This is an optimization exercise on Yosys and OpenROAD, whose aim is small area, a short achievable clock period and few clock cycles per item, not a production implementation.
The RTL was checked by simulation tests, not by an equivalence proof against the original design.

==> flow/design.v <==
module fq_muldiv32 (
    input  wire        clk,
    input  wire        rst,
    input  wire        in_valid,
    output wire        in_ready,
    input  wire [2:0]  fn,
    input  wire [31:0] a,
    input  wire [31:0] b,
    output reg         out_valid,
    output reg  [31:0] out_result
);
    reg        s_mul, s_divb, s_div, rdy, first;
    reg [32:0] X;           
    reg [33:0] Y;           
    reg [33:0] R;           
    reg [31:0] L;           
    reg [4:0]  cnt;         
    reg [2:0]  mtot;        
    reg        hi;          
    reg        want_rem, dneg;
    reg        an, bn;      
    reg [5:0]  lza, lzb;    
    reg        o_mul, o_div, o_hi, o_rem, o_neg;
    reg [2:0]  o_mtot;
    assign in_ready = rdy;
    wire accept = in_valid & rdy;
    wire last   = (cnt == 5'd1);
    wire a_sx = (fn == 3'd0) | (fn == 3'd1) | (fn == 3'd3);
    wire b_sx = (fn == 3'd0) | (fn == 3'd1);
    wire e_a  = a_sx & a[31];
    wire e_b  = b_sx & b[31];
    wire f1 = (b[31:7]  == {25{e_b}});
    wire f2 = (b[31:15] == {17{e_b}});
    wire f3 = (b[31:23] == {9{e_b}});
    wire f4 = (b[31] == e_b);
    wire g1 = (a[31:7]  == {25{e_a}});
    wire g2 = (a[31:15] == {17{e_a}});
    wire swap = ~fn[2] & ((g1 & ~f1) | (g2 & ~f2));
    wire [2:0] m_in = swap ? (g1 ? 3'd1 : 3'd2) :
                      f1 ? 3'd1 : f2 ? 3'd2 : f3 ? 3'd3 : f4 ? 3'd4 : 3'd5;
    wire an_in = fn[2] & ~fn[0] & a[31];
    wire bn_in = fn[2] & ~fn[0] & b[31];
    wire [31:0] a1 = a ^ {32{an_in}};
    wire [31:0] b1 = b ^ {32{bn_in}};
    wire [32:0] mx_in = swap ? {e_b, b} : {e_a, a1};
    wire [32:0] my_in = swap ? {e_a, a} : {e_b, b1};
    wire bz_in = (b == 32'd0);
    wire fq_in = bz_in |
                 ((a1[31:3]  == 29'd0) & (b1[31:4]  != 28'd0)) |
                 ((a1[31:7]  == 25'd0) & (b1[31:8]  != 24'd0)) |
                 ((a1[31:11] == 21'd0) & (b1[31:12] != 20'd0)) |
                 ((a1[31:15] == 17'd0) & (b1[31:16] != 16'd0)) |
                 ((a1[31:19] == 13'd0) & (b1[31:20] != 12'd0)) |
                 ((a1[31:23] == 9'd0)  & (b1[31:24] != 8'd0))  |
                 ((a1[31:27] == 5'd0)  & (b1[31:28] != 4'd0));
    reg  [3:0] bneg, bone, btwo;
    wire [8:0] yd_n = accept ? {my_in[7:0], 1'b0} : Y[16:8];
    reg  [3:0] bneg_n, bone_n, btwo_n;
    integer k;
    always @(*) begin
        for (k = 0; k < 4; k = k + 1) begin
            bone_n[k] = yd_n[2*k+1] ^ yd_n[2*k];
            btwo_n[k] = (yd_n[2*k+2] ^ yd_n[2*k+1]) & ~(yd_n[2*k+1] ^ yd_n[2*k]);
            bneg_n[k] = yd_n[2*k+2] & ~(yd_n[2*k+1] & yd_n[2*k]);
        end
    end
    wire [33:0] ppx [0:3];
    genvar j;
    generate
        for (j = 0; j < 4; j = j + 1) begin : g_booth
            wire [33:0] sel = ({34{bone[j]}} & {X[32], X}) | ({34{btwo[j]}} & {X, 1'b0});
            assign ppx[j] = sel ^ {34{bneg[j]}};
        end
    endgenerate
    wire [33:0] acc = first ? 34'd0 : R;
    wire [41:0] sum = {{8{acc[33]}}, acc}
                    + {{8{ppx[0][33]}}, ppx[0]}
                    + {{6{ppx[1][33]}}, ppx[1], 2'b0}
                    + {{4{ppx[2][33]}}, ppx[2], 4'b0}
                    + {{2{ppx[3][33]}}, ppx[3], 6'b0}
                    + {35'd0, bneg[3], 1'b0, bneg[2], 1'b0, bneg[1], 1'b0, bneg[0]};
    function [5:0] clz32(input [31:0] v);
        reg [1:0] c2 [0:15];
        reg [2:0] c4 [0:7];
        reg [3:0] c8 [0:3];
        reg [4:0] c16 [0:1];
        reg [15:0] z2;
        reg [7:0] z4;
        reg [3:0] z8;
        reg [1:0] z16;
        integer i;
        begin
            for (i = 0; i < 16; i = i + 1) begin
                z2[i] = ~(v[2*i+1] | v[2*i]);
                c2[i] = {1'b0, ~v[2*i+1]};
            end
            for (i = 0; i < 8; i = i + 1) begin
                z4[i] = z2[2*i+1] & z2[2*i];
                c4[i] = z2[2*i+1] ? {2'b01, c2[2*i][0]} : {1'b0, c2[2*i+1]};
            end
            for (i = 0; i < 4; i = i + 1) begin
                z8[i] = z4[2*i+1] & z4[2*i];
                c8[i] = z4[2*i+1] ? {2'b01, c4[2*i][1:0]} : {1'b0, c4[2*i+1]};
            end
            for (i = 0; i < 2; i = i + 1) begin
                z16[i] = z8[2*i+1] & z8[2*i];
                c16[i] = z8[2*i+1] ? {2'b01, c8[2*i][2:0]} : {1'b0, c8[2*i+1]};
            end
            if (z16[1] & z16[0])
                clz32 = 6'd32;
            else
                clz32 = z16[1] ? {2'b01, c16[0][3:0]} : {1'b0, c16[1]};
        end
    endfunction
    wire [31:0] da = X[31:0];                   
    wire [31:0] db = Y[32:1];                   
    wire [31:0] aa = da + {31'd0, an};
    wire [31:0] ab = db + {31'd0, bn};
    wire        bz  = (db == 32'd0) & ~bn;
    wire [6:0]  tsh = 7'd31 + {1'b0, lza} - {6'd0, an} - {1'b0, lzb};    
    wire        fin = bz | (tsh[6:5] == 2'b01);   
    wire [4:0]  sh  = tsh[6] ? 5'd0 : {tsh[4:1], 1'b0};
    wire [63:0] ash = {32'd0, aa} << sh;
    wire [4:0]  kdiv = 5'd16 - {1'b0, sh[4:1]};
    wire [31:0] d   = X[31:0];
    wire [32:0] rs1 = {R[31:0], L[31]};
    wire [33:0] t1  = {1'b0, rs1} - {2'b0, d};
    wire        q1  = ~t1[33];
    wire [31:0] r1  = q1 ? t1[31:0] : rs1[31:0];
    wire [32:0] rs2 = {r1, L[30]};
    wire [33:0] t2  = {1'b0, rs2} - {2'b0, d};
    wire        q2  = ~t2[33];
    wire [31:0] r2  = q2 ? t2[31:0] : rs2[31:0];
    wire [1:0]  qd  = {q1, q2};
    reg [31:0] mul_res;
    always @(*) begin
        if (!o_hi) begin
            case (o_mtot)
                3'd1:    mul_res = {R[23:0], L[31:24]};
                3'd2:    mul_res = {R[15:0], L[31:16]};
                3'd3:    mul_res = {R[7:0], L[31:8]};
                default: mul_res = L;
            endcase
        end else begin
            case (o_mtot)
                3'd1:    mul_res = {{22{R[33]}}, R[33:24]};
                3'd2:    mul_res = {{14{R[33]}}, R[33:16]};
                3'd3:    mul_res = {{6{R[33]}}, R[33:8]};
                3'd4:    mul_res = R[31:0];
                default: mul_res = {R[23:0], L[31:24]};
            endcase
        end
    end
    wire [31:0] dv      = o_rem ? R[31:0] : L;
    wire [31:0] div_res = o_neg ? (~dv + 32'd1) : dv;
    always @(posedge clk) begin
        if (rst) begin
            s_mul     <= 1'b0;
            s_divb    <= 1'b0;
            s_div     <= 1'b0;
            rdy       <= 1'b1;
            o_mul     <= 1'b0;
            o_div     <= 1'b0;
            out_valid <= 1'b0;
        end else begin
            out_valid <= o_mul | o_div;
            o_mul     <= s_mul & last;
            o_div     <= (s_div & last) | (s_divb & fin);
            if (s_mul & last)  s_mul  <= 1'b0;
            if (s_divb)        s_divb <= 1'b0;
            if (s_divb & !fin) s_div  <= 1'b1;
            if (s_div & last)  s_div  <= 1'b0;
            if (accept) begin
                s_mul  <= ~fn[2];
                s_divb <= fn[2];
            end
            if (accept)
                rdy <= fn[2] ? fq_in : (m_in == 3'd1);
            else if ((s_mul | s_div) & !last)
                rdy <= (cnt == 5'd2);
            else if (s_divb)
                rdy <= fin | (kdiv == 5'd1);
            else
                rdy <= 1'b1;
        end
    end
    always @(posedge clk) begin
        out_result <= o_mul ? mul_res : div_res;
        if (s_mul & last) begin
            o_mtot <= mtot;
            o_hi   <= hi;
        end
        if ((s_div & last) | s_divb) begin
            o_rem <= want_rem;
            o_neg <= s_divb ? (want_rem ? an : (an ^ bn) & !bz) : dneg;
        end
        first <= accept;
        Y     <= accept ? {my_in, 1'b0} : {{8{Y[33]}}, Y[33:8]};
        bneg  <= bneg_n;
        bone  <= bone_n;
        btwo  <= btwo_n;
        if (accept) begin
            X        <= mx_in;
            cnt      <= {2'b00, m_in};
            mtot     <= m_in;
            hi       <= (fn[1:0] != 2'd0);
            want_rem <= fn[1];
            an       <= an_in;
            lza      <= clz32(a1);
            lzb      <= clz32(b1);
            bn       <= bn_in;
        end else if (s_mul) begin
            cnt <= cnt - 5'd1;
        end else if (s_divb) begin
            X    <= {1'b0, ab};
            cnt  <= kdiv;
            dneg <= want_rem ? an : (an ^ bn);
        end else if (s_div) begin
            cnt <= cnt - 5'd1;
        end
        if (s_mul) begin
            R <= sum[41:8];
            L <= {sum[7:0], L[31:8]};
        end else if (s_divb) begin
            R <= {2'b00, fin ? aa : ash[63:32]};
            L <= fin ? {32{bz}} : ash[31:0];
        end else begin
            R <= {2'b00, r2};
            L <= {L[29:0], qd};
        end
    end
endmodule
==> flow/config.mk <==
export PLATFORM = sky130hd
export DESIGN_NAME = fq_muldiv32
export DESIGN_NICKNAME = fq_muldiv32
export VERILOG_FILES = /design/flow/design.v
export SDC_FILE = /design/flow/constraint.sdc
export NUM_CORES = 4
export LEC_CHECK = 0
export CAP_MARGIN = 20
export CORE_MARGIN = 2
export CORE_UTILIZATION = 55
export SLEW_MARGIN = 20
==> flow/constraint.sdc <==
create_clock -name core_clock -period 15.0 [get_ports {clk}]
set_input_delay 3.0000 -clock core_clock [delete_from_list [all_inputs] [get_ports {clk}]]
set_output_delay 3.0000 -clock core_clock [all_outputs]
set_load 0.01 [all_outputs]
standard.sh (not shown) runs the stock make flow with config.mk's settings and CLKGATE_MAP_FILE= SYNTH_SCRIPT=/design/flow/synth_recipe.tcl, a recipe that flattens the netlist after the stock synthesis.
==> flow/flow/run.sh <==
#!/bin/bash
# Standard layout, with Yosys's own Brent-Kung carry-lookahead for adders
# (no Kogge-Stone extra map) and the timing repair steps asked to leave
# extra setup slack.
set -euo pipefail
export SYNTH_OPERATIONS_ARGS=-no-rw-check
export SETUP_SLACK_MARGIN=9
bash standard.sh > standard_flow.log 2>&1
Testbench counts at the start, summed over its fixed seeds: cycles 39,819, items 12,000.
Edit:
--- a/flow/design.v
+++ b/flow/design.v
@@ -14,15 +14,13 @@
     reg [33:0] Y;           
     reg [33:0] R;           
     reg [31:0] L;           
     reg [4:0]  cnt;         
     reg [2:0]  mtot;        
     reg        hi;          
-    reg        want_rem, dneg;
-    reg        an, bn;      
-    reg [5:0]  lza, lzb;    
+    reg        want_rem, dsgn, dneg;
     reg        o_mul, o_div, o_hi, o_rem, o_neg;
     reg [2:0]  o_mtot;
     assign in_ready = rdy;
     wire accept = in_valid & rdy;
     wire last   = (cnt == 5'd1);
     wire a_sx = (fn == 3'd0) | (fn == 3'd1) | (fn == 3'd3);
@@ -35,18 +33,16 @@
     wire f4 = (b[31] == e_b);
     wire g1 = (a[31:7]  == {25{e_a}});
     wire g2 = (a[31:15] == {17{e_a}});
     wire swap = ~fn[2] & ((g1 & ~f1) | (g2 & ~f2));
     wire [2:0] m_in = swap ? (g1 ? 3'd1 : 3'd2) :
                       f1 ? 3'd1 : f2 ? 3'd2 : f3 ? 3'd3 : f4 ? 3'd4 : 3'd5;
-    wire an_in = fn[2] & ~fn[0] & a[31];
-    wire bn_in = fn[2] & ~fn[0] & b[31];
-    wire [31:0] a1 = a ^ {32{an_in}};
-    wire [31:0] b1 = b ^ {32{bn_in}};
-    wire [32:0] mx_in = swap ? {e_b, b} : {e_a, a1};
-    wire [32:0] my_in = swap ? {e_a, a} : {e_b, b1};
+    wire [32:0] mx_in = swap ? {e_b, b} : {e_a, a};
+    wire [32:0] my_in = swap ? {e_a, a} : {e_b, b};
+    wire [31:0] a1 = a ^ {32{~fn[0] & a[31]}};
+    wire [31:0] b1 = b ^ {32{~fn[0] & b[31]}};
     wire bz_in = (b == 32'd0);
     wire fq_in = bz_in |
                  ((a1[31:3]  == 29'd0) & (b1[31:4]  != 28'd0)) |
                  ((a1[31:7]  == 25'd0) & (b1[31:8]  != 24'd0)) |
                  ((a1[31:11] == 21'd0) & (b1[31:12] != 20'd0)) |
                  ((a1[31:15] == 17'd0) & (b1[31:16] != 16'd0)) |
@@ -109,17 +105,21 @@
             if (z16[1] & z16[0])
                 clz32 = 6'd32;
             else
                 clz32 = z16[1] ? {2'b01, c16[0][3:0]} : {1'b0, c16[1]};
         end
     endfunction
-    wire [31:0] da = X[31:0];                   
-    wire [31:0] db = Y[32:1];                   
-    wire [31:0] aa = da + {31'd0, an};
-    wire [31:0] ab = db + {31'd0, bn};
-    wire        bz  = (db == 32'd0) & ~bn;
+    wire [31:0] da = X[31:0];
+    wire [31:0] db = Y[32:1];
+    wire        an = dsgn & da[31];
+    wire        bn = dsgn & db[31];
+    wire [31:0] aa = an ? (~da + 32'd1) : da;
+    wire [31:0] ab = bn ? (~db + 32'd1) : db;
+    wire [5:0]  lza = clz32(da ^ {32{an}});
+    wire [5:0]  lzb = clz32(db ^ {32{bn}});
+    wire        bz  = (db == 32'd0);
     wire [6:0]  tsh = 7'd31 + {1'b0, lza} - {6'd0, an} - {1'b0, lzb};    
     wire        fin = bz | (tsh[6:5] == 2'b01);   
     wire [4:0]  sh  = tsh[6] ? 5'd0 : {tsh[4:1], 1'b0};
     wire [63:0] ash = {32'd0, aa} << sh;
     wire [4:0]  kdiv = 5'd16 - {1'b0, sh[4:1]};
     wire [31:0] d   = X[31:0];
@@ -128,13 +128,12 @@
     wire        q1  = ~t1[33];
     wire [31:0] r1  = q1 ? t1[31:0] : rs1[31:0];
     wire [32:0] rs2 = {r1, L[30]};
     wire [33:0] t2  = {1'b0, rs2} - {2'b0, d};
     wire        q2  = ~t2[33];
     wire [31:0] r2  = q2 ? t2[31:0] : rs2[31:0];
-    wire [1:0]  qd  = {q1, q2};
     reg [31:0] mul_res;
     always @(*) begin
         if (!o_hi) begin
             case (o_mtot)
                 3'd1:    mul_res = {R[23:0], L[31:24]};
                 3'd2:    mul_res = {R[15:0], L[31:16]};
@@ -202,16 +201,13 @@
         if (accept) begin
             X        <= mx_in;
             cnt      <= {2'b00, m_in};
             mtot     <= m_in;
             hi       <= (fn[1:0] != 2'd0);
             want_rem <= fn[1];
-            an       <= an_in;
-            lza      <= clz32(a1);
-            lzb      <= clz32(b1);
-            bn       <= bn_in;
+            dsgn     <= ~fn[0];
         end else if (s_mul) begin
             cnt <= cnt - 5'd1;
         end else if (s_divb) begin
             X    <= {1'b0, ab};
             cnt  <= kdiv;
             dneg <= want_rem ? an : (an ^ bn);
@@ -223,10 +219,10 @@
             L <= {sum[7:0], L[31:8]};
         end else if (s_divb) begin
             R <= {2'b00, fin ? aa : ash[63:32]};
             L <= fin ? {32{bz}} : ash[31:0];
         end else begin
             R <= {2'b00, r2};
-            L <= {L[29:0], qd};
+            L <= {L[29:0], q1, q2};
         end
     end
 endmodule
Outcome:
- The changed run produced a clean layout
- via count grows by 2.6%
- worst hold slack is better by 0.024 ns
- cell area is higher by 1.3%
- worst setup slack gets worse by 0.044 ns
- fmax came out lower by 0.74%
- synthesized area went down by 1.3%
Testbench counts after the change, summed over its fixed seeds: cycles 39,819, items 12,000.

[re-timing with driven ports]
How much do the figures lean on ideal ports? The routed layouts below were timed once more, with nothing changed but the port constraints.
Step 1 sets driving cells, clkbuf_16 on the clock port and buf_2 on the other inputs (assumed; they add their load-dependent delay and slew).
Step 2 adds t to the input delays and takes it off the output delays; t is the mean of the earliest and latest rising clock arrival at the registers after step 1. Input paths then give back, and output paths get back, about the clock's delay inside the block.
a / b / c = no drivers / after step 1 / after step 2; a / b = the first two.
run	t (ns)	setup WS [ns]	worst setup path after step 2	clock arrival spread, ns	slew at the worst register clock pin (ns)
the first run	0.623	9.100 / 9.100 / 8.590	input to register	0.015 / 0.015	0.07 / 0.07
the second run	0.626	9.056 / 9.056 / 8.500	input to register	0.029 / 0.028	0.07 / 0.07
After both steps every run listed still meets setup and hold. For the second run, which loses most, drivers alone change the setup slack by 0.000 ns; drivers and shift together by -0.556 ns.
